Context: an optimization exercise on an open-source flow, tuned for small area, a short achievable clock period and few clock cycles per item. The choices shown serve that exercise and are no tape-out recipe. No run shown here included a check of the RTL's function; only the layout flow was run.

`design.v`:
```
module qg_spread_quant (
    input  wire         clk,
    input  wire         rst,
    input  wire         in_valid,
    output wire         in_ready,
    input  wire         in_first,    
    input  wire         in_blank,    
    input  wire         in_dots,     
    input  wire         in_grey3,    
    input  wire [16:0]  in_share,    
    input  wire [15:0]  in_gain,     
    input  wire [2:0]   in_lev,      
    input  wire [127:0] in_vol,      
    output reg          out_valid,
    output reg  [2:0]   out_lev,
    output reg          out_clip
);
    assign in_ready = 1'b1;
    reg         s1_valid;
    reg         s1_first, s1_blank, s1_dots, s1_grey3;
    reg [16:0]  s1_share;
    reg [15:0]  s1_gain;
    reg [2:0]   s1_lev;
    reg [111:0] s1_vol;
    always @(posedge clk) begin
        s1_valid <= in_valid && !rst;
        s1_first <= in_first;
        s1_blank <= in_blank;
        s1_dots  <= in_dots;
        s1_grey3 <= in_grey3;
        s1_share <= in_share;
        s1_gain  <= in_dots ? 16'h4000 : in_gain;
        s1_lev   <= in_lev;
        s1_vol   <= in_vol[127:16];
    end
    genvar gi;
    wire [18:-1] bs = {2'b00, s1_share, 1'b0};     
    wire [15:0]  bg = s1_gain;
    wire [32:0] mul_a, mul_b;
    wire bn0 = bs[1];
    wire b10 = bs[0] ^ 1'b0;
    wire b20 = (bs[1] & ~bs[0] & ~1'b0) | (~bs[1] & bs[0] & 1'b0);
    wire bp0_0 = ((b10 & bg[0]) | (b20 & 1'b0)) ^ bn0;
    wire bp0_1 = ((b10 & bg[1]) | (b20 & bg[0])) ^ bn0;
    wire bp0_2 = ((b10 & bg[2]) | (b20 & bg[1])) ^ bn0;
    wire bp0_3 = ((b10 & bg[3]) | (b20 & bg[2])) ^ bn0;
    wire bp0_4 = ((b10 & bg[4]) | (b20 & bg[3])) ^ bn0;
    wire bp0_5 = ((b10 & bg[5]) | (b20 & bg[4])) ^ bn0;
    wire bp0_6 = ((b10 & bg[6]) | (b20 & bg[5])) ^ bn0;
    wire bp0_7 = ((b10 & bg[7]) | (b20 & bg[6])) ^ bn0;
    wire bp0_8 = ((b10 & bg[8]) | (b20 & bg[7])) ^ bn0;
    wire bp0_9 = ((b10 & bg[9]) | (b20 & bg[8])) ^ bn0;
    wire bp0_10 = ((b10 & bg[10]) | (b20 & bg[9])) ^ bn0;
    wire bp0_11 = ((b10 & bg[11]) | (b20 & bg[10])) ^ bn0;
    wire bp0_12 = ((b10 & bg[12]) | (b20 & bg[11])) ^ bn0;
    wire bp0_13 = ((b10 & bg[13]) | (b20 & bg[12])) ^ bn0;
    wire bp0_14 = ((b10 & bg[14]) | (b20 & bg[13])) ^ bn0;
    wire bp0_15 = ((b10 & bg[15]) | (b20 & bg[14])) ^ bn0;
    wire bp0_16 = ((b10 & 1'b0) | (b20 & bg[15])) ^ bn0;
    wire bn1 = bs[3];
    wire b11 = bs[2] ^ bs[1];
    wire b21 = (bs[3] & ~bs[2] & ~bs[1]) | (~bs[3] & bs[2] & bs[1]);
    wire bp1_0 = ((b11 & bg[0]) | (b21 & 1'b0)) ^ bn1;
    wire bp1_1 = ((b11 & bg[1]) | (b21 & bg[0])) ^ bn1;
    wire bp1_2 = ((b11 & bg[2]) | (b21 & bg[1])) ^ bn1;
    wire bp1_3 = ((b11 & bg[3]) | (b21 & bg[2])) ^ bn1;
    wire bp1_4 = ((b11 & bg[4]) | (b21 & bg[3])) ^ bn1;
    wire bp1_5 = ((b11 & bg[5]) | (b21 & bg[4])) ^ bn1;
    wire bp1_6 = ((b11 & bg[6]) | (b21 & bg[5])) ^ bn1;
    wire bp1_7 = ((b11 & bg[7]) | (b21 & bg[6])) ^ bn1;
    wire bp1_8 = ((b11 & bg[8]) | (b21 & bg[7])) ^ bn1;
    wire bp1_9 = ((b11 & bg[9]) | (b21 & bg[8])) ^ bn1;
    wire bp1_10 = ((b11 & bg[10]) | (b21 & bg[9])) ^ bn1;
    wire bp1_11 = ((b11 & bg[11]) | (b21 & bg[10])) ^ bn1;
    wire bp1_12 = ((b11 & bg[12]) | (b21 & bg[11])) ^ bn1;
    wire bp1_13 = ((b11 & bg[13]) | (b21 & bg[12])) ^ bn1;
    wire bp1_14 = ((b11 & bg[14]) | (b21 & bg[13])) ^ bn1;
    wire bp1_15 = ((b11 & bg[15]) | (b21 & bg[14])) ^ bn1;
    wire bp1_16 = ((b11 & 1'b0) | (b21 & bg[15])) ^ bn1;
    wire bn2 = bs[5];
    wire b12 = bs[4] ^ bs[3];
    wire b22 = (bs[5] & ~bs[4] & ~bs[3]) | (~bs[5] & bs[4] & bs[3]);
    wire bp2_0 = ((b12 & bg[0]) | (b22 & 1'b0)) ^ bn2;
    wire bp2_1 = ((b12 & bg[1]) | (b22 & bg[0])) ^ bn2;
    wire bp2_2 = ((b12 & bg[2]) | (b22 & bg[1])) ^ bn2;
    wire bp2_3 = ((b12 & bg[3]) | (b22 & bg[2])) ^ bn2;
    wire bp2_4 = ((b12 & bg[4]) | (b22 & bg[3])) ^ bn2;
    wire bp2_5 = ((b12 & bg[5]) | (b22 & bg[4])) ^ bn2;
    wire bp2_6 = ((b12 & bg[6]) | (b22 & bg[5])) ^ bn2;
    wire bp2_7 = ((b12 & bg[7]) | (b22 & bg[6])) ^ bn2;
    wire bp2_8 = ((b12 & bg[8]) | (b22 & bg[7])) ^ bn2;
    wire bp2_9 = ((b12 & bg[9]) | (b22 & bg[8])) ^ bn2;
    wire bp2_10 = ((b12 & bg[10]) | (b22 & bg[9])) ^ bn2;
    wire bp2_11 = ((b12 & bg[11]) | (b22 & bg[10])) ^ bn2;
    wire bp2_12 = ((b12 & bg[12]) | (b22 & bg[11])) ^ bn2;
    wire bp2_13 = ((b12 & bg[13]) | (b22 & bg[12])) ^ bn2;
    wire bp2_14 = ((b12 & bg[14]) | (b22 & bg[13])) ^ bn2;
    wire bp2_15 = ((b12 & bg[15]) | (b22 & bg[14])) ^ bn2;
    wire bp2_16 = ((b12 & 1'b0) | (b22 & bg[15])) ^ bn2;
    wire bn3 = bs[7];
    wire b13 = bs[6] ^ bs[5];
    wire b23 = (bs[7] & ~bs[6] & ~bs[5]) | (~bs[7] & bs[6] & bs[5]);
    wire bp3_0 = ((b13 & bg[0]) | (b23 & 1'b0)) ^ bn3;
    wire bp3_1 = ((b13 & bg[1]) | (b23 & bg[0])) ^ bn3;
    wire bp3_2 = ((b13 & bg[2]) | (b23 & bg[1])) ^ bn3;
    wire bp3_3 = ((b13 & bg[3]) | (b23 & bg[2])) ^ bn3;
    wire bp3_4 = ((b13 & bg[4]) | (b23 & bg[3])) ^ bn3;
    wire bp3_5 = ((b13 & bg[5]) | (b23 & bg[4])) ^ bn3;
    wire bp3_6 = ((b13 & bg[6]) | (b23 & bg[5])) ^ bn3;
    wire bp3_7 = ((b13 & bg[7]) | (b23 & bg[6])) ^ bn3;
    wire bp3_8 = ((b13 & bg[8]) | (b23 & bg[7])) ^ bn3;
    wire bp3_9 = ((b13 & bg[9]) | (b23 & bg[8])) ^ bn3;
    wire bp3_10 = ((b13 & bg[10]) | (b23 & bg[9])) ^ bn3;
    wire bp3_11 = ((b13 & bg[11]) | (b23 & bg[10])) ^ bn3;
    wire bp3_12 = ((b13 & bg[12]) | (b23 & bg[11])) ^ bn3;
    wire bp3_13 = ((b13 & bg[13]) | (b23 & bg[12])) ^ bn3;
    wire bp3_14 = ((b13 & bg[14]) | (b23 & bg[13])) ^ bn3;
    wire bp3_15 = ((b13 & bg[15]) | (b23 & bg[14])) ^ bn3;
    wire bp3_16 = ((b13 & 1'b0) | (b23 & bg[15])) ^ bn3;
    wire bn4 = bs[9];
    wire b14 = bs[8] ^ bs[7];
    wire b24 = (bs[9] & ~bs[8] & ~bs[7]) | (~bs[9] & bs[8] & bs[7]);
    wire bp4_0 = ((b14 & bg[0]) | (b24 & 1'b0)) ^ bn4;
    wire bp4_1 = ((b14 & bg[1]) | (b24 & bg[0])) ^ bn4;
    wire bp4_2 = ((b14 & bg[2]) | (b24 & bg[1])) ^ bn4;
    wire bp4_3 = ((b14 & bg[3]) | (b24 & bg[2])) ^ bn4;
    wire bp4_4 = ((b14 & bg[4]) | (b24 & bg[3])) ^ bn4;
    wire bp4_5 = ((b14 & bg[5]) | (b24 & bg[4])) ^ bn4;
    wire bp4_6 = ((b14 & bg[6]) | (b24 & bg[5])) ^ bn4;
    wire bp4_7 = ((b14 & bg[7]) | (b24 & bg[6])) ^ bn4;
    wire bp4_8 = ((b14 & bg[8]) | (b24 & bg[7])) ^ bn4;
    wire bp4_9 = ((b14 & bg[9]) | (b24 & bg[8])) ^ bn4;
    wire bp4_10 = ((b14 & bg[10]) | (b24 & bg[9])) ^ bn4;
    wire bp4_11 = ((b14 & bg[11]) | (b24 & bg[10])) ^ bn4;
    wire bp4_12 = ((b14 & bg[12]) | (b24 & bg[11])) ^ bn4;
    wire bp4_13 = ((b14 & bg[13]) | (b24 & bg[12])) ^ bn4;
    wire bp4_14 = ((b14 & bg[14]) | (b24 & bg[13])) ^ bn4;
    wire bp4_15 = ((b14 & bg[15]) | (b24 & bg[14])) ^ bn4;
    wire bp4_16 = ((b14 & 1'b0) | (b24 & bg[15])) ^ bn4;
    wire bn5 = bs[11];
    wire b15 = bs[10] ^ bs[9];
    wire b25 = (bs[11] & ~bs[10] & ~bs[9]) | (~bs[11] & bs[10] & bs[9]);
    wire bp5_0 = ((b15 & bg[0]) | (b25 & 1'b0)) ^ bn5;
    wire bp5_1 = ((b15 & bg[1]) | (b25 & bg[0])) ^ bn5;
    wire bp5_2 = ((b15 & bg[2]) | (b25 & bg[1])) ^ bn5;
    wire bp5_3 = ((b15 & bg[3]) | (b25 & bg[2])) ^ bn5;
    wire bp5_4 = ((b15 & bg[4]) | (b25 & bg[3])) ^ bn5;
    wire bp5_5 = ((b15 & bg[5]) | (b25 & bg[4])) ^ bn5;
    wire bp5_6 = ((b15 & bg[6]) | (b25 & bg[5])) ^ bn5;
    wire bp5_7 = ((b15 & bg[7]) | (b25 & bg[6])) ^ bn5;
    wire bp5_8 = ((b15 & bg[8]) | (b25 & bg[7])) ^ bn5;
    wire bp5_9 = ((b15 & bg[9]) | (b25 & bg[8])) ^ bn5;
    wire bp5_10 = ((b15 & bg[10]) | (b25 & bg[9])) ^ bn5;
    wire bp5_11 = ((b15 & bg[11]) | (b25 & bg[10])) ^ bn5;
    wire bp5_12 = ((b15 & bg[12]) | (b25 & bg[11])) ^ bn5;
    wire bp5_13 = ((b15 & bg[13]) | (b25 & bg[12])) ^ bn5;
    wire bp5_14 = ((b15 & bg[14]) | (b25 & bg[13])) ^ bn5;
    wire bp5_15 = ((b15 & bg[15]) | (b25 & bg[14])) ^ bn5;
    wire bp5_16 = ((b15 & 1'b0) | (b25 & bg[15])) ^ bn5;
    wire bn6 = bs[13];
    wire b16 = bs[12] ^ bs[11];
    wire b26 = (bs[13] & ~bs[12] & ~bs[11]) | (~bs[13] & bs[12] & bs[11]);
    wire bp6_0 = ((b16 & bg[0]) | (b26 & 1'b0)) ^ bn6;
    wire bp6_1 = ((b16 & bg[1]) | (b26 & bg[0])) ^ bn6;
    wire bp6_2 = ((b16 & bg[2]) | (b26 & bg[1])) ^ bn6;
    wire bp6_3 = ((b16 & bg[3]) | (b26 & bg[2])) ^ bn6;
    wire bp6_4 = ((b16 & bg[4]) | (b26 & bg[3])) ^ bn6;
    wire bp6_5 = ((b16 & bg[5]) | (b26 & bg[4])) ^ bn6;
    wire bp6_6 = ((b16 & bg[6]) | (b26 & bg[5])) ^ bn6;
    wire bp6_7 = ((b16 & bg[7]) | (b26 & bg[6])) ^ bn6;
    wire bp6_8 = ((b16 & bg[8]) | (b26 & bg[7])) ^ bn6;
    wire bp6_9 = ((b16 & bg[9]) | (b26 & bg[8])) ^ bn6;
    wire bp6_10 = ((b16 & bg[10]) | (b26 & bg[9])) ^ bn6;
    wire bp6_11 = ((b16 & bg[11]) | (b26 & bg[10])) ^ bn6;
    wire bp6_12 = ((b16 & bg[12]) | (b26 & bg[11])) ^ bn6;
    wire bp6_13 = ((b16 & bg[13]) | (b26 & bg[12])) ^ bn6;
    wire bp6_14 = ((b16 & bg[14]) | (b26 & bg[13])) ^ bn6;
    wire bp6_15 = ((b16 & bg[15]) | (b26 & bg[14])) ^ bn6;
    wire bp6_16 = ((b16 & 1'b0) | (b26 & bg[15])) ^ bn6;
    wire bn7 = bs[15];
    wire b17 = bs[14] ^ bs[13];
    wire b27 = (bs[15] & ~bs[14] & ~bs[13]) | (~bs[15] & bs[14] & bs[13]);
    wire bp7_0 = ((b17 & bg[0]) | (b27 & 1'b0)) ^ bn7;
    wire bp7_1 = ((b17 & bg[1]) | (b27 & bg[0])) ^ bn7;
    wire bp7_2 = ((b17 & bg[2]) | (b27 & bg[1])) ^ bn7;
    wire bp7_3 = ((b17 & bg[3]) | (b27 & bg[2])) ^ bn7;
    wire bp7_4 = ((b17 & bg[4]) | (b27 & bg[3])) ^ bn7;
    wire bp7_5 = ((b17 & bg[5]) | (b27 & bg[4])) ^ bn7;
    wire bp7_6 = ((b17 & bg[6]) | (b27 & bg[5])) ^ bn7;
    wire bp7_7 = ((b17 & bg[7]) | (b27 & bg[6])) ^ bn7;
    wire bp7_8 = ((b17 & bg[8]) | (b27 & bg[7])) ^ bn7;
    wire bp7_9 = ((b17 & bg[9]) | (b27 & bg[8])) ^ bn7;
    wire bp7_10 = ((b17 & bg[10]) | (b27 & bg[9])) ^ bn7;
    wire bp7_11 = ((b17 & bg[11]) | (b27 & bg[10])) ^ bn7;
    wire bp7_12 = ((b17 & bg[12]) | (b27 & bg[11])) ^ bn7;
    wire bp7_13 = ((b17 & bg[13]) | (b27 & bg[12])) ^ bn7;
    wire bp7_14 = ((b17 & bg[14]) | (b27 & bg[13])) ^ bn7;
    wire bp7_15 = ((b17 & bg[15]) | (b27 & bg[14])) ^ bn7;
    wire bp7_16 = ((b17 & 1'b0) | (b27 & bg[15])) ^ bn7;
    wire bn8 = bs[17];
    wire b18 = bs[16] ^ bs[15];
    wire b28 = (bs[17] & ~bs[16] & ~bs[15]) | (~bs[17] & bs[16] & bs[15]);
    wire bp8_0 = ((b18 & bg[0]) | (b28 & 1'b0)) ^ bn8;
    wire bp8_1 = ((b18 & bg[1]) | (b28 & bg[0])) ^ bn8;
    wire bp8_2 = ((b18 & bg[2]) | (b28 & bg[1])) ^ bn8;
    wire bp8_3 = ((b18 & bg[3]) | (b28 & bg[2])) ^ bn8;
    wire bp8_4 = ((b18 & bg[4]) | (b28 & bg[3])) ^ bn8;
    wire bp8_5 = ((b18 & bg[5]) | (b28 & bg[4])) ^ bn8;
    wire bp8_6 = ((b18 & bg[6]) | (b28 & bg[5])) ^ bn8;
    wire bp8_7 = ((b18 & bg[7]) | (b28 & bg[6])) ^ bn8;
    wire bp8_8 = ((b18 & bg[8]) | (b28 & bg[7])) ^ bn8;
    wire bp8_9 = ((b18 & bg[9]) | (b28 & bg[8])) ^ bn8;
    wire bp8_10 = ((b18 & bg[10]) | (b28 & bg[9])) ^ bn8;
    wire bp8_11 = ((b18 & bg[11]) | (b28 & bg[10])) ^ bn8;
    wire bp8_12 = ((b18 & bg[12]) | (b28 & bg[11])) ^ bn8;
    wire bp8_13 = ((b18 & bg[13]) | (b28 & bg[12])) ^ bn8;
    wire bp8_14 = ((b18 & bg[14]) | (b28 & bg[13])) ^ bn8;
    wire bp8_15 = ((b18 & bg[15]) | (b28 & bg[14])) ^ bn8;
    wire bp8_16 = ((b18 & 1'b0) | (b28 & bg[15])) ^ bn8;
    wire s1 = bp0_16 ^ bp1_14;
    wire c2 = bp0_16 & bp1_14;
    wire s3 = ~bn0 ^ bp1_15 ^ bp2_13;
    wire c4 = (~bn0 & bp1_15) | (~bn0 & bp2_13) | (bp1_15 & bp2_13);
    wire s5 = bp1_16 ^ bp2_14;
    wire c6 = bp1_16 & bp2_14;
    wire s7 = bp0_10 ^ bp1_8;
    wire c8 = bp0_10 & bp1_8;
    wire s9 = bp0_11 ^ bp1_9;
    wire c10 = bp0_11 & bp1_9;
    wire s11 = bp0_12 ^ bp1_10 ^ bp2_8;
    wire c12 = (bp0_12 & bp1_10) | (bp0_12 & bp2_8) | (bp1_10 & bp2_8);
    wire s13 = bp3_6 ^ bp4_4;
    wire c14 = bp3_6 & bp4_4;
    wire s15 = bp0_13 ^ bp1_11 ^ bp2_9;
    wire c16 = (bp0_13 & bp1_11) | (bp0_13 & bp2_9) | (bp1_11 & bp2_9);
    wire s17 = bp3_7 ^ bp4_5 ^ bp5_3;
    wire c18 = (bp3_7 & bp4_5) | (bp3_7 & bp5_3) | (bp4_5 & bp5_3);
    wire s19 = bp0_14 ^ bp1_12 ^ bp2_10;
    wire c20 = (bp0_14 & bp1_12) | (bp0_14 & bp2_10) | (bp1_12 & bp2_10);
    wire s21 = bp3_8 ^ bp4_6 ^ bp5_4;
    wire c22 = (bp3_8 & bp4_6) | (bp3_8 & bp5_4) | (bp4_6 & bp5_4);
    wire s23 = bp6_2 ^ bp7_0;
    wire c24 = bp6_2 & bp7_0;
    wire s25 = bp0_15 ^ bp1_13 ^ bp2_11;
    wire c26 = (bp0_15 & bp1_13) | (bp0_15 & bp2_11) | (bp1_13 & bp2_11);
    wire s27 = bp3_9 ^ bp4_7 ^ bp5_5;
    wire c28 = (bp3_9 & bp4_7) | (bp3_9 & bp5_5) | (bp4_7 & bp5_5);
    wire s29 = bp6_3 ^ bp7_1;
    wire c30 = bp6_3 & bp7_1;
    wire s31 = s1 ^ bp2_12 ^ bp3_10;
    wire c32 = (s1 & bp2_12) | (s1 & bp3_10) | (bp2_12 & bp3_10);
    wire s33 = bp4_8 ^ bp5_6 ^ bp6_4;
    wire c34 = (bp4_8 & bp5_6) | (bp4_8 & bp6_4) | (bp5_6 & bp6_4);
    wire s35 = bp7_2 ^ bp8_0 ^ bn8;
    wire c36 = (bp7_2 & bp8_0) | (bp7_2 & bn8) | (bp8_0 & bn8);
    wire s37 = c2 ^ s3 ^ bp3_11;
    wire c38 = (c2 & s3) | (c2 & bp3_11) | (s3 & bp3_11);
    wire s39 = bp4_9 ^ bp5_7 ^ bp6_5;
    wire c40 = (bp4_9 & bp5_7) | (bp4_9 & bp6_5) | (bp5_7 & bp6_5);
    wire s41 = bp7_3 ^ bp8_1 ^ 1'b1;
    wire c42 = (bp7_3 & bp8_1) | (bp7_3 & 1'b1) | (bp8_1 & 1'b1);
    wire s43 = c4 ^ s5 ^ bp3_12;
    wire c44 = (c4 & s5) | (c4 & bp3_12) | (s5 & bp3_12);
    wire s45 = bp4_10 ^ bp5_8 ^ bp6_6;
    wire c46 = (bp4_10 & bp5_8) | (bp4_10 & bp6_6) | (bp5_8 & bp6_6);
    wire s47 = bp7_4 ^ bp8_2 ^ 1'b1;
    wire c48 = (bp7_4 & bp8_2) | (bp7_4 & 1'b1) | (bp8_2 & 1'b1);
    wire s49 = c6 ^ ~bn1 ^ bp2_15;
    wire c50 = (c6 & ~bn1) | (c6 & bp2_15) | (~bn1 & bp2_15);
    wire s51 = bp3_13 ^ bp4_11 ^ bp5_9;
    wire c52 = (bp3_13 & bp4_11) | (bp3_13 & bp5_9) | (bp4_11 & bp5_9);
    wire s53 = bp6_7 ^ bp7_5 ^ bp8_3;
    wire c54 = (bp6_7 & bp7_5) | (bp6_7 & bp8_3) | (bp7_5 & bp8_3);
    wire s55 = bp2_16 ^ bp3_14 ^ bp4_12;
    wire c56 = (bp2_16 & bp3_14) | (bp2_16 & bp4_12) | (bp3_14 & bp4_12);
    wire s57 = bp5_10 ^ bp6_8 ^ bp7_6;
    wire c58 = (bp5_10 & bp6_8) | (bp5_10 & bp7_6) | (bp6_8 & bp7_6);
    wire s59 = bp8_4 ^ 1'b1;
    wire c60 = bp8_4 & 1'b1;
    wire s61 = ~bn2 ^ bp3_15 ^ bp4_13;
    wire c62 = (~bn2 & bp3_15) | (~bn2 & bp4_13) | (bp3_15 & bp4_13);
    wire s63 = bp5_11 ^ bp6_9 ^ bp7_7;
    wire c64 = (bp5_11 & bp6_9) | (bp5_11 & bp7_7) | (bp6_9 & bp7_7);
    wire s65 = bp3_16 ^ bp4_14 ^ bp5_12;
    wire c66 = (bp3_16 & bp4_14) | (bp3_16 & bp5_12) | (bp4_14 & bp5_12);
    wire s67 = bp6_10 ^ bp7_8;
    wire c68 = bp6_10 & bp7_8;
    wire s69 = ~bn3 ^ bp4_15 ^ bp5_13;
    wire c70 = (~bn3 & bp4_15) | (~bn3 & bp5_13) | (bp4_15 & bp5_13);
    wire s71 = bp4_16 ^ bp5_14;
    wire c72 = bp4_16 & bp5_14;
    wire s73 = bp0_6 ^ bp1_4;
    wire c74 = bp0_6 & bp1_4;
    wire s75 = bp0_7 ^ bp1_5;
    wire c76 = bp0_7 & bp1_5;
    wire s77 = bp0_8 ^ bp1_6 ^ bp2_4;
    wire c78 = (bp0_8 & bp1_6) | (bp0_8 & bp2_4) | (bp1_6 & bp2_4);
    wire s79 = bp3_2 ^ bp4_0;
    wire c80 = bp3_2 & bp4_0;
    wire s81 = bp0_9 ^ bp1_7 ^ bp2_5;
    wire c82 = (bp0_9 & bp1_7) | (bp0_9 & bp2_5) | (bp1_7 & bp2_5);
    wire s83 = bp3_3 ^ bp4_1;
    wire c84 = bp3_3 & bp4_1;
    wire s85 = s7 ^ bp2_6 ^ bp3_4;
    wire c86 = (s7 & bp2_6) | (s7 & bp3_4) | (bp2_6 & bp3_4);
    wire s87 = bp4_2 ^ bp5_0 ^ bn5;
    wire c88 = (bp4_2 & bp5_0) | (bp4_2 & bn5) | (bp5_0 & bn5);
    wire s89 = c8 ^ s9 ^ bp2_7;
    wire c90 = (c8 & s9) | (c8 & bp2_7) | (s9 & bp2_7);
    wire s91 = bp3_5 ^ bp4_3 ^ bp5_1;
    wire c92 = (bp3_5 & bp4_3) | (bp3_5 & bp5_1) | (bp4_3 & bp5_1);
    wire s93 = c10 ^ s11 ^ s13;
    wire c94 = (c10 & s11) | (c10 & s13) | (s11 & s13);
    wire s95 = bp5_2 ^ bp6_0 ^ bn6;
    wire c96 = (bp5_2 & bp6_0) | (bp5_2 & bn6) | (bp6_0 & bn6);
    wire s97 = c12 ^ c14 ^ s15;
    wire c98 = (c12 & c14) | (c12 & s15) | (c14 & s15);
    wire s99 = s17 ^ bp6_1 ^ 1'b1;
    wire c100 = (s17 & bp6_1) | (s17 & 1'b1) | (bp6_1 & 1'b1);
    wire s101 = c16 ^ c18 ^ s19;
    wire c102 = (c16 & c18) | (c16 & s19) | (c18 & s19);
    wire s103 = s21 ^ s23 ^ bn7;
    wire c104 = (s21 & s23) | (s21 & bn7) | (s23 & bn7);
    wire s105 = c20 ^ c22 ^ c24;
    wire c106 = (c20 & c22) | (c20 & c24) | (c22 & c24);
    wire s107 = s25 ^ s27 ^ s29;
    wire c108 = (s25 & s27) | (s25 & s29) | (s27 & s29);
    wire s109 = c26 ^ c28 ^ c30;
    wire c110 = (c26 & c28) | (c26 & c30) | (c28 & c30);
    wire s111 = s31 ^ s33 ^ s35;
    wire c112 = (s31 & s33) | (s31 & s35) | (s33 & s35);
    wire s113 = c32 ^ c34 ^ c36;
    wire c114 = (c32 & c34) | (c32 & c36) | (c34 & c36);
    wire s115 = s37 ^ s39 ^ s41;
    wire c116 = (s37 & s39) | (s37 & s41) | (s39 & s41);
    wire s117 = c38 ^ c40 ^ c42;
    wire c118 = (c38 & c40) | (c38 & c42) | (c40 & c42);
    wire s119 = s43 ^ s45 ^ s47;
    wire c120 = (s43 & s45) | (s43 & s47) | (s45 & s47);
    wire s121 = c44 ^ c46 ^ c48;
    wire c122 = (c44 & c46) | (c44 & c48) | (c46 & c48);
    wire s123 = s49 ^ s51 ^ s53;
    wire c124 = (s49 & s51) | (s49 & s53) | (s51 & s53);
    wire s125 = c50 ^ c52 ^ c54;
    wire c126 = (c50 & c52) | (c50 & c54) | (c52 & c54);
    wire s127 = s55 ^ s57 ^ s59;
    wire c128 = (s55 & s57) | (s55 & s59) | (s57 & s59);
    wire s129 = c56 ^ c58 ^ c60;
    wire c130 = (c56 & c58) | (c56 & c60) | (c58 & c60);
    wire s131 = s61 ^ s63 ^ bp8_5;
    wire c132 = (s61 & s63) | (s61 & bp8_5) | (s63 & bp8_5);
    wire s133 = c62 ^ c64 ^ s65;
    wire c134 = (c62 & c64) | (c62 & s65) | (c64 & s65);
    wire s135 = s67 ^ bp8_6 ^ 1'b1;
    wire c136 = (s67 & bp8_6) | (s67 & 1'b1) | (bp8_6 & 1'b1);
    wire s137 = c66 ^ c68 ^ s69;
    wire c138 = (c66 & c68) | (c66 & s69) | (c68 & s69);
    wire s139 = bp6_11 ^ bp7_9 ^ bp8_7;
    wire c140 = (bp6_11 & bp7_9) | (bp6_11 & bp8_7) | (bp7_9 & bp8_7);
    wire s141 = c70 ^ s71 ^ bp6_12;
    wire c142 = (c70 & s71) | (c70 & bp6_12) | (s71 & bp6_12);
    wire s143 = bp7_10 ^ bp8_8 ^ 1'b1;
    wire c144 = (bp7_10 & bp8_8) | (bp7_10 & 1'b1) | (bp8_8 & 1'b1);
    wire s145 = c72 ^ ~bn4 ^ bp5_15;
    wire c146 = (c72 & ~bn4) | (c72 & bp5_15) | (~bn4 & bp5_15);
    wire s147 = bp6_13 ^ bp7_11 ^ bp8_9;
    wire c148 = (bp6_13 & bp7_11) | (bp6_13 & bp8_9) | (bp7_11 & bp8_9);
    wire s149 = bp5_16 ^ bp6_14 ^ bp7_12;
    wire c150 = (bp5_16 & bp6_14) | (bp5_16 & bp7_12) | (bp6_14 & bp7_12);
    wire s151 = bp8_10 ^ 1'b1;
    wire c152 = bp8_10 & 1'b1;
    wire s153 = ~bn5 ^ bp6_15 ^ bp7_13;
    wire c154 = (~bn5 & bp6_15) | (~bn5 & bp7_13) | (bp6_15 & bp7_13);
    wire s155 = bp6_16 ^ bp7_14;
    wire c156 = bp6_16 & bp7_14;
    wire s157 = bp0_4 ^ bp1_2;
    wire c158 = bp0_4 & bp1_2;
    wire s159 = bp0_5 ^ bp1_3;
    wire c160 = bp0_5 & bp1_3;
    wire s161 = s73 ^ bp2_2 ^ bp3_0;
    wire c162 = (s73 & bp2_2) | (s73 & bp3_0) | (bp2_2 & bp3_0);
    wire s163 = c74 ^ s75 ^ bp2_3;
    wire c164 = (c74 & s75) | (c74 & bp2_3) | (s75 & bp2_3);
    wire s165 = c76 ^ s77 ^ s79;
    wire c166 = (c76 & s77) | (c76 & s79) | (s77 & s79);
    wire s167 = c78 ^ c80 ^ s81;
    wire c168 = (c78 & c80) | (c78 & s81) | (c80 & s81);
    wire s169 = c82 ^ c84 ^ s85;
    wire c170 = (c82 & c84) | (c82 & s85) | (c84 & s85);
    wire s171 = c86 ^ c88 ^ s89;
    wire c172 = (c86 & c88) | (c86 & s89) | (c88 & s89);
    wire s173 = c90 ^ c92 ^ s93;
    wire c174 = (c90 & c92) | (c90 & s93) | (c92 & s93);
    wire s175 = c94 ^ c96 ^ s97;
    wire c176 = (c94 & c96) | (c94 & s97) | (c96 & s97);
    wire s177 = c98 ^ c100 ^ s101;
    wire c178 = (c98 & c100) | (c98 & s101) | (c100 & s101);
    wire s179 = c102 ^ c104 ^ s105;
    wire c180 = (c102 & c104) | (c102 & s105) | (c104 & s105);
    wire s181 = c106 ^ c108 ^ s109;
    wire c182 = (c106 & c108) | (c106 & s109) | (c108 & s109);
    wire s183 = c110 ^ c112 ^ s113;
    wire c184 = (c110 & c112) | (c110 & s113) | (c112 & s113);
    wire s185 = c114 ^ c116 ^ s117;
    wire c186 = (c114 & c116) | (c114 & s117) | (c116 & s117);
    wire s187 = c118 ^ c120 ^ s121;
    wire c188 = (c118 & c120) | (c118 & s121) | (c120 & s121);
    wire s189 = c122 ^ c124 ^ s125;
    wire c190 = (c122 & c124) | (c122 & s125) | (c124 & s125);
    wire s191 = c126 ^ c128 ^ s129;
    wire c192 = (c126 & c128) | (c126 & s129) | (c128 & s129);
    wire s193 = c130 ^ c132 ^ s133;
    wire c194 = (c130 & c132) | (c130 & s133) | (c132 & s133);
    wire s195 = c134 ^ c136 ^ s137;
    wire c196 = (c134 & c136) | (c134 & s137) | (c136 & s137);
    wire s197 = c138 ^ c140 ^ s141;
    wire c198 = (c138 & c140) | (c138 & s141) | (c140 & s141);
    wire s199 = c142 ^ c144 ^ s145;
    wire c200 = (c142 & c144) | (c142 & s145) | (c144 & s145);
    wire s201 = c146 ^ c148 ^ s149;
    wire c202 = (c146 & c148) | (c146 & s149) | (c148 & s149);
    wire s203 = c150 ^ c152 ^ s153;
    wire c204 = (c150 & c152) | (c150 & s153) | (c152 & s153);
    wire s205 = c154 ^ s155 ^ bp8_12;
    wire c206 = (c154 & s155) | (c154 & bp8_12) | (s155 & bp8_12);
    wire s207 = c156 ^ ~bn6 ^ bp7_15;
    wire c208 = (c156 & ~bn6) | (c156 & bp7_15) | (~bn6 & bp7_15);
    wire s209 = bp7_16 ^ bp8_14;
    wire c210 = bp7_16 & bp8_14;
    wire s211 = bp0_2 ^ bp1_0;
    wire c212 = bp0_2 & bp1_0;
    wire s213 = bp0_3 ^ bp1_1;
    wire c214 = bp0_3 & bp1_1;
    wire s215 = s157 ^ bp2_0 ^ bn2;
    wire c216 = (s157 & bp2_0) | (s157 & bn2) | (bp2_0 & bn2);
    wire s217 = c158 ^ s159 ^ bp2_1;
    wire c218 = (c158 & s159) | (c158 & bp2_1) | (s159 & bp2_1);
    wire s219 = c160 ^ s161 ^ bn3;
    wire c220 = (c160 & s161) | (c160 & bn3) | (s161 & bn3);
    wire s221 = c162 ^ s163 ^ bp3_1;
    wire c222 = (c162 & s163) | (c162 & bp3_1) | (s163 & bp3_1);
    wire s223 = c164 ^ s165 ^ bn4;
    wire c224 = (c164 & s165) | (c164 & bn4) | (s165 & bn4);
    wire s225 = c166 ^ s167 ^ s83;
    wire c226 = (c166 & s167) | (c166 & s83) | (s167 & s83);
    wire s227 = c168 ^ s169 ^ s87;
    wire c228 = (c168 & s169) | (c168 & s87) | (s169 & s87);
    wire s229 = c170 ^ s171 ^ s91;
    wire c230 = (c170 & s171) | (c170 & s91) | (s171 & s91);
    wire s231 = c172 ^ s173 ^ s95;
    wire c232 = (c172 & s173) | (c172 & s95) | (s173 & s95);
    wire s233 = c174 ^ s175 ^ s99;
    wire c234 = (c174 & s175) | (c174 & s99) | (s175 & s99);
    wire s235 = c176 ^ s177 ^ s103;
    wire c236 = (c176 & s177) | (c176 & s103) | (s177 & s103);
    wire s237 = c178 ^ s179 ^ s107;
    wire c238 = (c178 & s179) | (c178 & s107) | (s179 & s107);
    wire s239 = c180 ^ s181 ^ s111;
    wire c240 = (c180 & s181) | (c180 & s111) | (s181 & s111);
    wire s241 = c182 ^ s183 ^ s115;
    wire c242 = (c182 & s183) | (c182 & s115) | (s183 & s115);
    wire s243 = c184 ^ s185 ^ s119;
    wire c244 = (c184 & s185) | (c184 & s119) | (s185 & s119);
    wire s245 = c186 ^ s187 ^ s123;
    wire c246 = (c186 & s187) | (c186 & s123) | (s187 & s123);
    wire s247 = c188 ^ s189 ^ s127;
    wire c248 = (c188 & s189) | (c188 & s127) | (s189 & s127);
    wire s249 = c190 ^ s191 ^ s131;
    wire c250 = (c190 & s191) | (c190 & s131) | (s191 & s131);
    wire s251 = c192 ^ s193 ^ s135;
    wire c252 = (c192 & s193) | (c192 & s135) | (s193 & s135);
    wire s253 = c194 ^ s195 ^ s139;
    wire c254 = (c194 & s195) | (c194 & s139) | (s195 & s139);
    wire s255 = c196 ^ s197 ^ s143;
    wire c256 = (c196 & s197) | (c196 & s143) | (s197 & s143);
    wire s257 = c198 ^ s199 ^ s147;
    wire c258 = (c198 & s199) | (c198 & s147) | (s199 & s147);
    wire s259 = c200 ^ s201 ^ s151;
    wire c260 = (c200 & s201) | (c200 & s151) | (s201 & s151);
    wire s261 = c202 ^ s203 ^ bp8_11;
    wire c262 = (c202 & s203) | (c202 & bp8_11) | (s203 & bp8_11);
    wire s263 = c204 ^ s205 ^ 1'b1;
    wire c264 = (c204 & s205) | (c204 & 1'b1) | (s205 & 1'b1);
    wire s265 = c206 ^ s207 ^ bp8_13;
    wire c266 = (c206 & s207) | (c206 & bp8_13) | (s207 & bp8_13);
    wire s267 = c208 ^ s209 ^ 1'b1;
    wire c268 = (c208 & s209) | (c208 & 1'b1) | (s209 & 1'b1);
    wire s269 = c210 ^ ~bn7 ^ bp8_15;
    wire c270 = (c210 & ~bn7) | (c210 & bp8_15) | (~bn7 & bp8_15);
    wire s271 = bp8_16 ^ 1'b1;
    wire c272 = bp8_16 & 1'b1;
    assign mul_a = {c270, c268, c266, c264, c262, c260, c258, c256, c254, c252, c250, c248, c246, c244, c242, c240, c238, c236, c234, c232, c230, c228, c226, c224, c222, c220, c218, c216, c214, c212, s211, bp0_1, bp0_0};
    assign mul_b = {s271, s269, s267, s265, s263, s261, s259, s257, s255, s253, s251, s249, s247, s245, s243, s241, s239, s237, s235, s233, s231, s229, s227, s225, s223, s221, s219, s217, s215, s213, bn1, 1'b0, bn0};
    function carry13(input [12:0] x, input [12:0] y);
        integer k;
        reg c;
        begin
            c = 1'b0;
            for (k = 0; k < 13; k = k + 1)
                c = (x[k] & y[k]) | (x[k] & c) | (y[k] & c);
            carry13 = c;
        end
    endfunction
    wire [32:13] prod = mul_a[32:13] + mul_b[32:13] + carry13(mul_a[12:0], mul_b[12:0]);
    wire        sat  = !s1_dots && (|prod[32:30]);
    wire [16:0] a    = sat ? 17'h0ffff : prod[30:14];
    reg         s2_valid;
    reg         s2_blank, s2_grey3;
    reg [16:0]  s2_a;
    reg [2:0]   s2_lev;
    reg [111:0] s2_vol;
    always @(posedge clk) begin
        s2_valid <= s1_valid && !rst;
        s2_blank <= s1_blank;
        s2_grey3 <= s1_grey3;
        s2_a     <= a;
        s2_lev   <= s1_lev;
        s2_vol   <= s1_vol;
    end
    wire [15:0] v [0:8];
    assign v[0] = 16'd0;
    assign v[8] = 16'd0;
    generate
        for (gi = 1; gi < 8; gi = gi + 1) begin : g_v2
            assign v[gi] = s2_vol[16*gi-16 +: 16];
        end
    endgenerate
    reg  [18:0] c_want;
    reg  [15:0] c_vol;
    wire [15:0] own  = v[s2_lev];
    wire [18:0] w_p  = {3'd0, own};
    wire [18:0] w_q  = {2'd0, s2_a};
    wire [18:0] w_v  = {3'b111, ~c_vol};
    wire [18:0] w_s1 = w_p ^ w_q ^ w_v;
    wire [18:0] w_c1 = (w_p & w_q) | (w_p & w_v) | (w_q & w_v);
    wire [18:0] w_r  = {w_c1[17:0], 1'b1};
    wire [18:0] w_s2 = w_s1 ^ w_r ^ c_want;
    wire [18:0] w_c2 = (w_s1 & w_r) | (w_s1 & c_want) | (w_r & c_want);
    wire [18:0] want = w_s2 + {w_c2[17:0], 1'b0};
    wire        neg  = want[18];
    wire        big  = !neg && (|want[17:16]);
    function carry19(input [18:0] x, input [18:0] y, input ci);
        integer k;
        reg c;
        begin
            c = ci;
            for (k = 0; k < 19; k = k + 1)
                c = (x[k] & y[k]) | (x[k] & c) | (y[k] & c);
            carry19 = c;
        end
    endfunction
    wire [19:0] nw2 = ~{want, 1'b0};
    wire [7:1]  up;
    generate
        for (gi = 1; gi < 8; gi = gi + 1) begin : g_up
            wire [19:0] y = {4'd0, v[gi-1]};
            wire [19:0] z = {4'd0, v[gi]};
            wire [19:0] s = nw2 ^ y ^ z;
            wire [19:0] c = (nw2 & y) | (nw2 & z) | (y & z);
            wire        t = s[19] ^ c[18] ^ carry19(s[18:0], {c[17:0], 1'b0}, 1'b1);
            assign up[gi] = (gi < 4 || s2_grey3) && t && (v[gi] != v[gi-1]);
        end
    endgenerate
    wire [7:0] at_b;
    assign at_b[7] = up[7];
    assign at_b[6] = up[6] && !up[7];
    assign at_b[5] = up[5] && !(|up[7:6]);
    assign at_b[4] = up[4] && !(|up[7:5]);
    assign at_b[3] = up[3] && !(|up[7:4]);
    assign at_b[2] = up[2] && !(|up[7:3]);
    assign at_b[1] = up[1] && !(|up[7:2]);
    assign at_b[0] = !(|up[7:1]);
    wire [2:0] best = {at_b[7] | at_b[6] | at_b[5] | at_b[4],
                       at_b[7] | at_b[6] | at_b[3] | at_b[2],
                       at_b[7] | at_b[5] | at_b[3] | at_b[1]};
    reg [15:0] v_sel;
    integer l;
    always @(*) begin
        v_sel = 16'd0;
        for (l = 1; l < 8; l = l + 1)
            v_sel = v_sel | ({16{at_b[l]}} & v[l]);
    end
    wire [15:0] v_top = s2_grey3 ? v[7] : v[3];
    wire        clip  = !neg && (big || carry19({3'd0, want[15:0]}, {3'b111, ~v_top}, 1'b0));
    wire        zero  = clip || neg;
    always @(posedge clk) begin
        out_valid <= s2_valid && !rst;
        if (s1_valid && s1_first) begin
            c_want <= 19'd0;
            c_vol  <= 16'd0;
        end else if (s2_valid && !s2_blank) begin
            c_want <= zero ? 19'd0 : want;
            c_vol  <= zero ? 16'd0 : v_sel;
        end
        out_lev  <= s2_blank ? 3'd0 : best;
        out_clip <= !s2_blank && clip;
    end
endmodule
```
`flow/run.sh`:
```
#!/bin/bash
# The standard layout, except that the ports are buffered with the
# smallest buffer (sky130_fd_sc_hd__buf_1) instead of the delay cell
# buffer_ports picks by itself.  Synthesis is the standard one.
set -euo pipefail
bash standard.sh synth > synth.log 2>&1
bash standard.sh "BUFFER_PORTS_ARGS=-buffer_cell sky130_fd_sc_hd__buf_1" finish > layout.log 2>&1
```
`standard.sh`:
```
#!/bin/bash
# synth_recipe.tcl (not shown) runs the flow's synth.tcl, then flattens the netlist and writes it again
# the make line also repeats each setting of config.mk as NAME=value (left out here)
make -C /OpenROAD-flow-scripts/flow DESIGN_CONFIG=/design/flow/config.mk WORK_HOME=/design/flow/orfs CLKGATE_MAP_FILE= SYNTH_SCRIPT=/design/flow/synth_recipe.tcl "${@:-finish}"
```
`config.mk`:
```
export PLATFORM = sky130hd
export DESIGN_NAME = qg_spread_quant
export DESIGN_NICKNAME = qg_spread_quant
export VERILOG_FILES = /design/flow/design.v
export SDC_FILE = /design/flow/constraint.sdc
export NUM_CORES = 4
export LEC_CHECK = 0
export ABC_AREA = 1
export CAP_MARGIN = 20
export CORE_MARGIN = 2
export CORE_UTILIZATION = 40
export PLACE_DENSITY = 0.6
export SLEW_MARGIN = 20
```
`constraint.sdc`:
```
create_clock -name core_clock -period 36.0 [get_ports {clk}]
set_input_delay 7.2000 -clock core_clock [delete_from_list [all_inputs] [get_ports {clk}]]
set_output_delay 7.2000 -clock core_clock [all_outputs]
set_load 0.01 [all_outputs]
```
==> impl_metrics.py, run 1 <==
metrics = {
    "detailed_routing": {
        "routed-via-count": 19320,
        "initialDrtViolationCount": 1343,
        "highest_layer": "met4",
        "route.met3.wl_mm": 3.88,
        "firstDrtPassIters": 8,
        "routed_via_density": 5.19,
        "routed_wl_met2_mm": 33.0,
        "drc_errors": 0,
        "wl_mm": 68.9,
        "wire_length_the_detailed_router_placed_on_met1_mm": 28.9,
        "drt-wirelength-per-cell_um": 18.5,
        "drtAntennaViolNets": 0,
    },
    "timing": {
        "fin_skew_ps": 39.2,
        "fin_crit_sh": 0.233,
        "layout_min_cycle_time_ps": 8390,
        "setup_viol": 0,
        "finalHoldViolCount": 0,
        "worst_slew_margin_rel": 0.263,
        "least_setup_slack_across_all_paths_after_layout_ps": 27610,
        "grt_setup_unrepaired": "false",
        "max_slew.worst_pin.slew_ps": 1100,
        "finalMaxSlewViolations": 0,
        "setup_total_negative_slack_ps": 0,
        "maximum_clock_frequency_mhz": 119,
    },
    "synthesis": {
        "synthArstFlopShare": 0,
        "post_synth_edffs": 0,
        "yosysMostFrequentCell": "sky130_fd_sc_hd__inv_1",
        "synth.cells.most_frequent": "sky130_fd_sc_hd__inv_1 (503), sky130_fd_sc_hd__nand2_1 (422), sky130_fd_sc_hd__dfxtp_1 (328), sky130_fd_sc_hd__fa_1 (223), sky130_fd_sc_hd__ha_1 (177)",
        "synth_cell_type_count": 54,
        "synth.area.top_cells": "sky130_fd_sc_hd__dfxtp_1 (28%), sky130_fd_sc_hd__fa_1 (19%), sky130_fd_sc_hd__ha_1 (9.4%)",
        "ys.flop_type": "sky130_fd_sc_hd__dfxtp_1",
        "yosysSeqAreaShare": 0.278,
        "synth-seq-cells": 328,
        "mean_instance_size_in_the_synthesized_netlist_um2": 8.44,
        "syn_nets": 3368,
        "synth_area_mm2": 0.0236,
        "syn-instance-count": 2797,
        "yosysTopAreaCellShare": 0.278,
        "number_of_synthesis_warnings": 1,
        "dominant_cell_type_by_area_after_synthesis": "sky130_fd_sc_hd__dfxtp_1",
    },
    "flow_run": {
        "max-cap-violations": 0,
    },
    "status": {
        "status": "finished clean",
    },
    "die": {
        "die_x_um": 247,
        "placeableCoreArea_mm2": 0.0587,
        "io-pin-count": 177,
        "dieArea_mm2": 0.0610,
        "rows": 89,
        "die_height_um": 247,
        "start_util": 0.402,
    },
    "worst_setup_path": {
        "cp-start-kind": "flop",
        "critical_path.endpoint_type": "flop",
        "reg2regPathDepth": 35,
        "startpoint": "s2_lev[2]",
        "cp_slowest_cell": "sky130_fd_sc_hd__nor3_1",
        "timing.critical_path.fanout_max": 52,
        "critPathRequiredTime_ps": 36470,
        "path_common_cell": "sky130_fd_sc_hd__nand2_1",
        "critical_path.reg2reg.startpoint": "s2_lev[2]",
        "cp_slowest_stage_delay_ps": 710,
        "crit_arrival_ps": 8860,
        "worst-setup-path-type": "flop to flop",
    },
    "grt": {
        "grt_start_max_net_pins": 53,
        "grt_usage": 0.228,
        "grt_overflow_total": 0,
        "number_of_global_route_vias_before_repair": 19935,
        "first_pass_grt_wire_length_mm": 108,
        "grt_antenna_before_repair": 0,
    },
    "finish": {
        "diodes": 0,
        "post-route-cell-area_mm2": 0.0262,
        "area_delta_synth_final_pct": 10.9,
        "finish.net_count": 3494,
        "layout.filler_cells": 5738,
        "layout-drive-gt1-share": 0.0461,
    },
    "min_path": {
        "min_path_cells": 0,
        "min_path_type": "flop to flop",
        "worst_hold_startpoint": "s1_vol[29]",
    },
    "cts": {
        "postCtsHoldBufs": 0,
        "clock_sinks": 328,
        "cts_inserted_buffers": 37,
        "h_tree_depth": 2,
        "cts_root_buf": "sky130_fd_sc_hd__clkbuf_16",
        "clk_path_buf_depth": 3,
        "clk_transition_reported_paths_ps": 60,
        "cts_tree": "built",
        "postCtsSetupRepairBufs": 0,
        "clkLatencyLatePin_ps": 570,
        "cts_repair_resize_count": 0,
    },
    "placement": {
        "finalWeightedCongestion": 0.971,
        "worst_slack_after_detailed_placement_ps": 27780,
        "io_buffers": 159,
        "hpwlAfterDp_mm": 53.5,
        "placed_cell_area_mm2": 0.0249,
    },
}
-- stage by stage --
step / util / hold WS, ps / std cells
after floorplan: - / 310 / 2797
after detailed placement: 0.424 / 312 / 3657
after global placement: 0.424 / 311 / 3657
after CTS: 0.446 / 292 / 3724
final: 0.446 / 297 / 3724
after global routing: 0.446 / 303 / 3724
-- placed cells by master, fill, tap and decap left out, types with 8 or more instances in the layout --
| cell type | synthesis | routed |
|---|---|---|
| sky130_fd_sc_hd__nor4_1 | 29 | 29 |
| sky130_fd_sc_hd__o2111ai_1 | 9 | 9 |
| sky130_fd_sc_hd__ha_1 | 177 | 177 |
| sky130_fd_sc_hd__a21oi_1 | 91 | 91 |
| sky130_fd_sc_hd__buf_1 | 12 | 159 |
| sky130_fd_sc_hd__nand2_1 | 422 | 422 |
| sky130_fd_sc_hd__o21ai_0 | 55 | 55 |
| sky130_fd_sc_hd__nand3_1 | 131 | 131 |
| sky130_fd_sc_hd__xor2_1 | 149 | 149 |
| sky130_fd_sc_hd__fa_1 | 223 | 223 |
| sky130_fd_sc_hd__buf_4 | 8 | 18 |
| sky130_fd_sc_hd__o22ai_1 | 173 | 173 |
| sky130_fd_sc_hd__inv_1 | 503 | 503 |
| sky130_fd_sc_hd__nand4_1 | 29 | 29 |
| sky130_fd_sc_hd__xnor2_1 | 11 | 11 |
| sky130_fd_sc_hd__nand3_2 | 15 | 15 |
| sky130_fd_sc_hd__clkbuf_16 | 0 | 38 |
| sky130_fd_sc_hd__a22oi_1 | 44 | 44 |
| sky130_fd_sc_hd__nand2_2 | 8 | 8 |
| sky130_fd_sc_hd__a221oi_1 | 16 | 16 |
| sky130_fd_sc_hd__o21bai_1 | 20 | 20 |
| sky130_fd_sc_hd__or2_2 | 10 | 10 |
| sky130_fd_sc_hd__nor2_1 | 173 | 173 |
| sky130_fd_sc_hd__clkinv_1 | 17 | 17 |
| sky130_fd_sc_hd__dfxtp_1 | 328 | 328 |
| sky130_fd_sc_hd__nor3_1 | 11 | 9 |
-- logic make-up after synthesis --
logic type / synth area share
xor gates and xnor gates: 0.0593
other: 0.000159
DFF: 0.278
adders and majority gates: 0.284
AOI/OAI and AO/OA: 0.118
and+or+nand+nor: 0.159
buffers and inverters: 0.101
-- critical path, delay by kind of cell (launching register included) --
family / cells / cell delay, ps
buf+inv: 5 / 990
flops: 1 / 410
fa+ha+maj: 4 / 1990
compound gates: 8 / 1400
simple gates: 17 / 3360
xor+xnor: 1 / 150
-- path summary, 6_finish.rpt --
| kind | endpoint | slack, ps |
|---|---|---|
| max | c_vol[15] | 27610 |
| min | s2_vol[29] | 300 |
| max reg2reg | c_vol[15] | 27610 |
| min reg2reg | s2_vol[29] | 300 |
-- registers in the layout, summed over array words and instances, names as in the netlist, 3 cells and up --
register and flops:
s2_vol 112, s2_lev 3, s1_lev 3, out_lev 3, s1_share 17, c_vol 16, s1_gain 16, s1_vol 112
c_want 19, s2_a 17
-- layout make-up --
| cell class | count | area [um^2] | share of cell area |
|---|---|---|---|
| multi-input cells | 1853 | 14700 | 0.560 |
| flip-flops and latches | 328 | 6570 | 0.251 |
| inverters | 526 | 1970 | 0.0754 |
| clock buffers | 50 | 1070 | 0.0407 |
| well taps | 773 | 967 | 0.0369 |
| repair buffers | 177 | 732 | 0.0279 |
| clock inverters | 17 | 219 | 0.00836 |
-- metal layers --
metal  global-route usage  vias to the layer above
met1                0.284                     9297
met4                0.105                        0
li1                     -                     9213
met2                0.392                      643
met3               0.0307                      167
met5                    0                        -
==> inputs of run 2 (changes only) <==
--- a/design.v
+++ b/design.v
@@ -503,18 +503,25 @@
     endfunction
     wire [32:13] prod = mul_a[32:13] + mul_b[32:13] + carry13(mul_a[12:0], mul_b[12:0]);
     wire        sat  = !s1_dots && (|prod[32:30]);
+    wire [15:0] v1 [0:7];                        
+    assign v1[0] = 16'd0;
+    generate
+        for (gi = 1; gi < 8; gi = gi + 1) begin : g_v1
+            assign v1[gi] = s1_vol[16*gi-16 +: 16];
+        end
+    endgenerate
     wire [16:0] a    = sat ? 17'h0ffff : prod[30:14];
     reg         s2_valid;
     reg         s2_blank, s2_grey3;
     reg [16:0]  s2_a;
-    reg [2:0]   s2_lev;
+    reg [15:0]  s2_own;
     reg [111:0] s2_vol;
     always @(posedge clk) begin
         s2_valid <= s1_valid && !rst;
         s2_blank <= s1_blank;
         s2_grey3 <= s1_grey3;
         s2_a     <= a;
-        s2_lev   <= s1_lev;
+        s2_own   <= v1[s1_lev];
         s2_vol   <= s1_vol;
     end
     wire [15:0] v [0:8];
@@ -525,17 +532,17 @@
             assign v[gi] = s2_vol[16*gi-16 +: 16];
         end
     endgenerate
-    reg  [18:0] c_want;
+    reg  [15:0] c_want;
     reg  [15:0] c_vol;
-    wire [15:0] own  = v[s2_lev];
-    wire [18:0] w_p  = {3'd0, own};
+    wire [18:0] w_p  = {3'd0, s2_own};
     wire [18:0] w_q  = {2'd0, s2_a};
     wire [18:0] w_v  = {3'b111, ~c_vol};
     wire [18:0] w_s1 = w_p ^ w_q ^ w_v;
     wire [18:0] w_c1 = (w_p & w_q) | (w_p & w_v) | (w_q & w_v);
     wire [18:0] w_r  = {w_c1[17:0], 1'b1};
-    wire [18:0] w_s2 = w_s1 ^ w_r ^ c_want;
-    wire [18:0] w_c2 = (w_s1 & w_r) | (w_s1 & c_want) | (w_r & c_want);
+    wire [18:0] w_u  = {3'd0, c_want};
+    wire [18:0] w_s2 = w_s1 ^ w_r ^ w_u;
+    wire [18:0] w_c2 = (w_s1 & w_r) | (w_s1 & w_u) | (w_r & w_u);
     wire [18:0] want = w_s2 + {w_c2[17:0], 1'b0};
     wire        neg  = want[18];
     wire        big  = !neg && (|want[17:16]);
@@ -586,10 +593,10 @@
     always @(posedge clk) begin
         out_valid <= s2_valid && !rst;
         if (s1_valid && s1_first) begin
-            c_want <= 19'd0;
+            c_want <= 16'd0;
             c_vol  <= 16'd0;
         end else if (s2_valid && !s2_blank) begin
-            c_want <= zero ? 19'd0 : want;
+            c_want <= zero ? 16'd0 : want[15:0];
             c_vol  <= zero ? 16'd0 : v_sel;
         end
         out_lev  <= s2_blank ? 3'd0 : best;
--- a/config.mk
+++ b/config.mk
@@ -9,5 +9,7 @@
 export CAP_MARGIN = 20
 export CORE_MARGIN = 2
 export CORE_UTILIZATION = 40
+export CTS_CLUSTER_DIAMETER = 100
+export CTS_CLUSTER_SIZE = 22
 export PLACE_DENSITY = 0.6
 export SLEW_MARGIN = 20
==> run 2 against run 1 <==
  * Global-route usage down 0.37 points
  * Final area down 0.92%
  * Fmax up 1.5%
  * Synthesized area up 0.90%
  * Critical path depth down 34
  * Flip-flop and latch count up 10
  * Wire length down 0.63%
  * Final cell count unchanged
  * Non-clock buffer count up 1
  * Sequential share of layout area up 1.0 points
  * Synthesized cell count up 1.2%
  * Critical endpoint is now out_lev[1]
  * Largest cell class unchanged
  * Highest routed layer unchanged
==> impl_metrics.py, run 2 <==
metrics = {
    "cts": {
        "cts_root_buf": "sky130_fd_sc_hd__clkbuf_16",
        "postCtsHoldBufs": 0,
        "cts_tree": "built",
        "clkLatencyLatePin_ps": 590,
        "cts_repair_resize_count": 0,
        "clk_path_buf_depth": 3,
        "postCtsSetupRepairBufs": 0,
        "cts_inserted_buffers": 23,
        "h_tree_depth": 1,
        "clk_transition_reported_paths_ps": 80,
        "clock_sinks": 338,
    },
    "die": {
        "rows": 89,
        "start_util": 0.404,
        "die_x_um": 248,
        "io-pin-count": 177,
        "placeableCoreArea_mm2": 0.0589,
        "dieArea_mm2": 0.0615,
        "die_height_um": 248,
    },
    "synthesis": {
        "number_of_synthesis_warnings": 1,
        "yosysSeqAreaShare": 0.284,
        "dominant_cell_type_by_area_after_synthesis": "sky130_fd_sc_hd__dfxtp_1",
        "yosysTopAreaCellShare": 0.284,
        "synth_area_mm2": 0.0238,
        "synth-seq-cells": 338,
        "synth_cell_type_count": 55,
        "yosysMostFrequentCell": "sky130_fd_sc_hd__inv_1",
        "ys.flop_type": "sky130_fd_sc_hd__dfxtp_1",
        "synthArstFlopShare": 0,
        "post_synth_edffs": 0,
        "mean_instance_size_in_the_synthesized_netlist_um2": 8.42,
        "syn_nets": 3400,
        "synth.area.top_cells": "sky130_fd_sc_hd__dfxtp_1 (28%), sky130_fd_sc_hd__fa_1 (19%), sky130_fd_sc_hd__ha_1 (9.3%)",
        "syn-instance-count": 2830,
        "synth.cells.most_frequent": "sky130_fd_sc_hd__inv_1 (517), sky130_fd_sc_hd__nand2_1 (447), sky130_fd_sc_hd__dfxtp_1 (338), sky130_fd_sc_hd__fa_1 (222), sky130_fd_sc_hd__ha_1 (177)",
    },
    "worst_setup_path": {
        "crit_arrival_ps": 1070,
        "critPathRequiredTime_ps": 28800,
        "critical_path.endpoint_type": "primary output",
        "critical_path.cell_chain": "buf_1",
        "cp_slowest_stage_delay_ps": 330,
        "cp_top_family": "flip-flops",
        "cp_slowest_cell": "sky130_fd_sc_hd__dfxtp_1",
        "worst-path-stages": 1,
        "worst-setup-path-type": "flop to primary output",
        "cp-start-kind": "flop",
        "reg2regPathDepth": 28,
        "timing.critical_path.fanout_max": 1,
        "crit_path_buf_inv_count": 1,
    },
    "detailed_routing": {
        "drt-wirelength-per-cell_um": 18.4,
        "firstDrtPassIters": 5,
        "routed_via_density": 5.13,
        "drc_errors": 0,
        "drtAntennaViolNets": 0,
        "routed-via-count": 19094,
        "initialDrtViolationCount": 1276,
        "wl_mm": 68.5,
    },
    "finish": {
        "layout-drive-gt1-share": 0.0352,
        "ff_latch_area_mm2": 0.00677,
        "multi_input_comb_area_mm2": 0.0147,
        "layoutNonFillerInstCount": 3724,
        "finish.net_count": 3513,
        "area_delta_synth_final_pct": 8.91,
        "layout_commonest_cell": "sky130_fd_sc_hd__inv_1",
        "layout.cells.most_common_list": "sky130_fd_sc_hd__inv_1 (516), sky130_fd_sc_hd__nand2_1 (447), sky130_fd_sc_hd__dfxtp_1 (338)",
        "finished_core_util": 0.441,
        "registers_with_the_highest_flip_flop_counts": "s1_vol (112), s2_vol (112)",
        "diodes": 0,
        "layout.filler_cells": 5808,
    },
    "timing": {
        "finalHoldViolCount": 0,
        "grt_setup_unrepaired": "false",
        "fin_skew_ps": 39.7,
        "fin_worst_hold_slack_ps": 339,
        "max_slew.worst_pin.slew_ps": 1050,
        "maximum_clock_frequency_mhz": 121,
        "setup_viol": 0,
        "finalMaxSlewViolations": 0,
        "setup_total_negative_slack_ps": 0,
        "layout_min_cycle_time_ps": 8270,
        "fin_crit_sh": 0.230,
        "worst_slew_margin_rel": 0.297,
    },
    "placement": {
        "finalWeightedCongestion": 0.942,
        "placed_cells_incl_taps": 3689,
        "hpwlAfterDp_mm": 53.4,
        "io_buffers": 159,
    },
    "min_path": {
        "min_path_cells": 0,
        "min_path_type": "flop to flop",
    },
    "grt": {
        "grt_antenna_before_repair": 0,
        "grt_overflow_total": 0,
        "first_pass_grt_wire_length_mm": 108,
        "number_of_global_route_vias_before_repair": 19812,
        "grt_start_max_net_pins": 53,
        "grt_usage": 0.225,
    },
    "flow_run": {
        "max-cap-violations": 0,
    },
    "status": {
        "status": "finished clean",
    },
}
[run 2: cell families (layout without fill, tap and decap cells)]
logic type / Yosys count / after routing / synth area share
flip-flops: 338 / 338 / 0.284
adder cells (fa/ha/maj): 401 / 401 / 0.280
AND/OR/NAND/NOR: 860 / 860 / 0.157
AO/OA/AOI/OAI: 438 / 438 / 0.116
buffers and inverters: 629 / 750 / 0.102
other: 1 / 1 / 0.000157
XOR/XNOR: 163 / 163 / 0.0602
[run 2: worst paths after layout]
kind | end | startpoint | slack [ps]
max | out_lev[1] | out_lev[1] | 27730
min | s2_blank | s1_blank | 340
max reg2reg | s2_a[15] | s1_share[3] | 28550
min reg2reg | s2_blank | s1_blank | 340
[run 2: area by class of cell]
type / count / share of cell area
sequential: 338 / 0.261
tap: 773 / 0.0373
clock buffer: 24 / 0.0223
inverter: 539 / 0.0780
timing repair buffer: 178 / 0.0297
multi-input combinational: 1863 / 0.566
clock inverter: 9 / 0.00632
[run 2: layer usage]
metal | global-route usage | vias to the layer above | part of all wire
li1 | - | 9204 | -
met1 | 0.290 | 9141 | 0.43
met5 | 0 | - | 0
met3 | 0.0222 | 112 | 0.056
met2 | 0.391 | 637 | 0.48
met4 | 0.0785 | 0 | 0.034
[run 2: worst reg2reg max path, delay by kind of cell (launching register included)]
family / cells / cell delay [ps]
DFF: 1 / 820
xor gates and xnor gates: 2 / 400
AOI/OAI and AO/OA: 11 / 2010
and+or+nand+nor: 5 / 540
adders and majority gates: 6 / 2800
buffers and inverters: 4 / 760
[run 2: per-stage QoR]
step                worst slack [ps]  cell area (um^2)
finish                         27730             26000
global route                   27670             26000
CTS                            27690             25900
detailed placement             27790             25200
global placement               27810             25200
floorplan                      28360             23800
==> inputs of run 3 (changes only) <==
--- a/config.mk
+++ b/config.mk
@@ -9,7 +9,5 @@
 export CAP_MARGIN = 20
 export CORE_MARGIN = 2
 export CORE_UTILIZATION = 40
-export CTS_CLUSTER_DIAMETER = 100
-export CTS_CLUSTER_SIZE = 22
 export PLACE_DENSITY = 0.6
 export SLEW_MARGIN = 20
==> run 3 against run 2 <==
  * Clock skew decreased by 15 ps
  * Die area unchanged
  * Wire length increased by 0.98%
  * Still clean on timing, DRC and antenna
  * Via count increased by 1.4%
  * Flip-flop and latch count unchanged
==> impl_metrics.py, run 3 <==
metrics = {
    "grt": {
        "grt_usage": 0.228,
        "number_of_global_route_vias_before_repair": 19968,
        "grt_overflow_total": 0,
        "grt_antenna_before_repair": 0,
        "first_pass_grt_wire_length_mm": 109,
        "grt_start_max_net_pins": 53,
    },
    "timing": {
        "max_slew.worst_pin.slew_ps": 1060,
        "finalHoldViolCount": 0,
        "setup_total_negative_slack_ps": 0,
        "worst_slew_margin_rel": 0.291,
        "fin_skew_ps": 25.2,
        "layout_min_cycle_time_ps": 8240,
        "setup_viol": 0,
        "finalMaxSlewViolations": 0,
        "fin_crit_sh": 0.229,
        "grt_setup_unrepaired": "false",
        "maximum_clock_frequency_mhz": 121,
    },
    "synthesis": {
        "synth_area_mm2": 0.0238,
        "number_of_synthesis_warnings": 1,
        "synth.cells.most_frequent": "sky130_fd_sc_hd__inv_1 (517), sky130_fd_sc_hd__nand2_1 (447), sky130_fd_sc_hd__dfxtp_1 (338), sky130_fd_sc_hd__fa_1 (222), sky130_fd_sc_hd__ha_1 (177)",
        "synth_cell_type_count": 55,
        "synth-seq-cells": 338,
        "dominant_cell_type_by_area_after_synthesis": "sky130_fd_sc_hd__dfxtp_1",
        "yosysSeqAreaShare": 0.284,
        "yosysTopAreaCellShare": 0.284,
        "ys.flop_type": "sky130_fd_sc_hd__dfxtp_1",
        "post_synth_edffs": 0,
        "synthArstFlopShare": 0,
        "mean_instance_size_in_the_synthesized_netlist_um2": 8.42,
        "synth.area.top_cells": "sky130_fd_sc_hd__dfxtp_1 (28%), sky130_fd_sc_hd__fa_1 (19%), sky130_fd_sc_hd__ha_1 (9.3%)",
        "syn_nets": 3400,
        "yosysMostFrequentCell": "sky130_fd_sc_hd__inv_1",
        "syn-instance-count": 2830,
    },
    "cts": {
        "postCtsSetupRepairBufs": 0,
        "clkLatencyLatePin_ps": 580,
        "clk_transition_reported_paths_ps": 60,
        "postCtsHoldBufs": 0,
        "cts_root_buf": "sky130_fd_sc_hd__clkbuf_16",
        "clk_path_buf_depth": 3,
        "cts_tree": "built",
        "cts_inserted_buffers": 39,
        "h_tree_depth": 2,
        "cts_repair_resize_count": 0,
        "clock_sinks": 338,
    },
    "die": {
        "rows": 89,
        "placeableCoreArea_mm2": 0.0589,
        "die_x_um": 248,
        "start_util": 0.404,
        "io-pin-count": 177,
        "die_height_um": 248,
        "dieArea_mm2": 0.0615,
    },
    "detailed_routing": {
        "firstDrtPassIters": 5,
        "drtAntennaViolNets": 0,
        "drc_errors": 0,
        "drt-wirelength-per-cell_um": 18.4,
        "initialDrtViolationCount": 1262,
        "routed-via-count": 19363,
        "routed_via_density": 5.15,
        "wl_mm": 69.2,
    },
    "worst_setup_path": {
        "worst-setup-path-type": "flop to primary output",
        "critical_path.endpoint_type": "primary output",
        "critical_path.cell_chain": "buf_1",
        "cp-start-kind": "flop",
        "crit_arrival_ps": 1040,
        "cp_top_family": "flip-flops",
        "timing.critical_path.fanout_max": 1,
        "crit_path_buf_inv_count": 1,
        "critPathRequiredTime_ps": 28800,
        "cp_slowest_cell": "sky130_fd_sc_hd__dfxtp_1",
        "cp_slowest_stage_delay_ps": 320,
    },
    "finish": {
        "layout.cells.most_common_list": "sky130_fd_sc_hd__inv_1 (516), sky130_fd_sc_hd__nand2_1 (447), sky130_fd_sc_hd__dfxtp_1 (338)",
        "area_delta_synth_final_pct": 11.5,
        "registers_with_the_highest_flip_flop_counts": "s1_vol (112), s2_vol (112)",
        "layout-drive-gt1-share": 0.0462,
        "diodes": 0,
        "layout_commonest_cell": "sky130_fd_sc_hd__inv_1",
        "finish.net_count": 3529,
    },
    "placement": {
        "finalWeightedCongestion": 0.942,
        "io_buffers": 159,
        "hpwlAfterDp_mm": 53.4,
    },
    "status": {
        "status": "finished clean",
    },
    "flow_run": {
        "max-cap-violations": 0,
    },
    "min_path": {
        "min_path_type": "flop to flop",
    },
}
[run 3: cell counts after synthesis]
No cell type changed its count.
[run 3: cells by family (layout without fill, tap and decap cells)]
family                     Yosys count  count (layout)  synth area share
buffers and inverters              629             786             0.102
adders and majority gates          401             401             0.280
AOI/OAI and AO/OA                  438             438             0.116
xor gates and xnor gates           163             163            0.0602
DFF                                338             338             0.284
and+or+nand+nor                    860             860             0.157
other                                1               1          0.000157
[run 3: metrics by stage]
stage          area (um^2)  cells  setup slack, ps  utilization  hold WS [ps]
2_1_floorplan        23800   2830            28360            -           310
3_3_place_gp         25200   3689            27810        0.427           315
3_5_place_dp         25200   3689            27790        0.427           323
4_1_cts              26500   3758            27710        0.450           338
5_1_grt              26600   3760            27690        0.451           338
6_report             26600   3760            27760        0.451           333
[run 3: final cells by class]
cell class              instances  area [um^2]
fillers                      5768        32300
repair buffers                178          772
inverters                     539         2020
multi-input cells            1863        14700
clock buffers                  48         1070
clock inverters                21          293
flip-flops and latches        338         6770
well taps                     773          967
[run 3: layer usage]
metal | wire, um | up-vias | track usage
li1 | - | 9269 | -
met1 | 29200 | 9290 | 0.288
met2 | 33400 | 652 | 0.396
met3 | 4200 | 152 | 0.0303
met4 | 2400 | 0 | 0.0851
met5 | 0 | - | 0
[run 3: worst reg2reg max path: cells and delay by family, from the launching register on]
| kind | cells | cell delay, ps |
|---|---|---|
| adders and majority gates | 6 | 2800 |
| DFF | 1 | 840 |
| buffers and inverters | 4 | 780 |
| xor gates and xnor gates | 2 | 400 |
| and+or+nand+nor | 5 | 520 |
| AOI/OAI and AO/OA | 11 | 2010 |
[run 3: worst paths after layout]
| check | slack (ps) | from | cells after the start | end |
|---|---|---|---|---|
| worst max-delay path | 27760 | out_lev[0] | 1 | out_lev[0] |
| worst min-delay path | 330 | s1_blank | 0 | s2_blank |
| worst max register to register | 28490 | s1_share[3] | 28 | s2_a[15] |
| worst min register to register | 330 | s1_blank | 0 | s2_blank |

-- what the ideal ports hide --
In the flow no input, the clock included, has a driving cell. The finished layouts below were timed again as built, in two steps.
Step 1 sets driving cells, clkbuf_16 on the clock port and buf_2 on the other inputs (assumed; they add their load-dependent delay and slew).
Step 2 also shifts input and output timing later by t, the mid clock arrival at the registers, as if the neighbouring blocks saw the same clock.
a / b / c = ideal / step 1 / step 2; a / b = the first two.
run	t (ns)	setup slack, ns	worst data-port slew with drivers (ns)
run 1	0.607	27.610 / 27.610 / 27.610	0.04
run 2	0.629	27.733 / 27.679 / 27.813	0.04
run 3	0.624	27.756 / 27.702 / 27.816	0.04
After both steps every run listed still meets setup and hold.
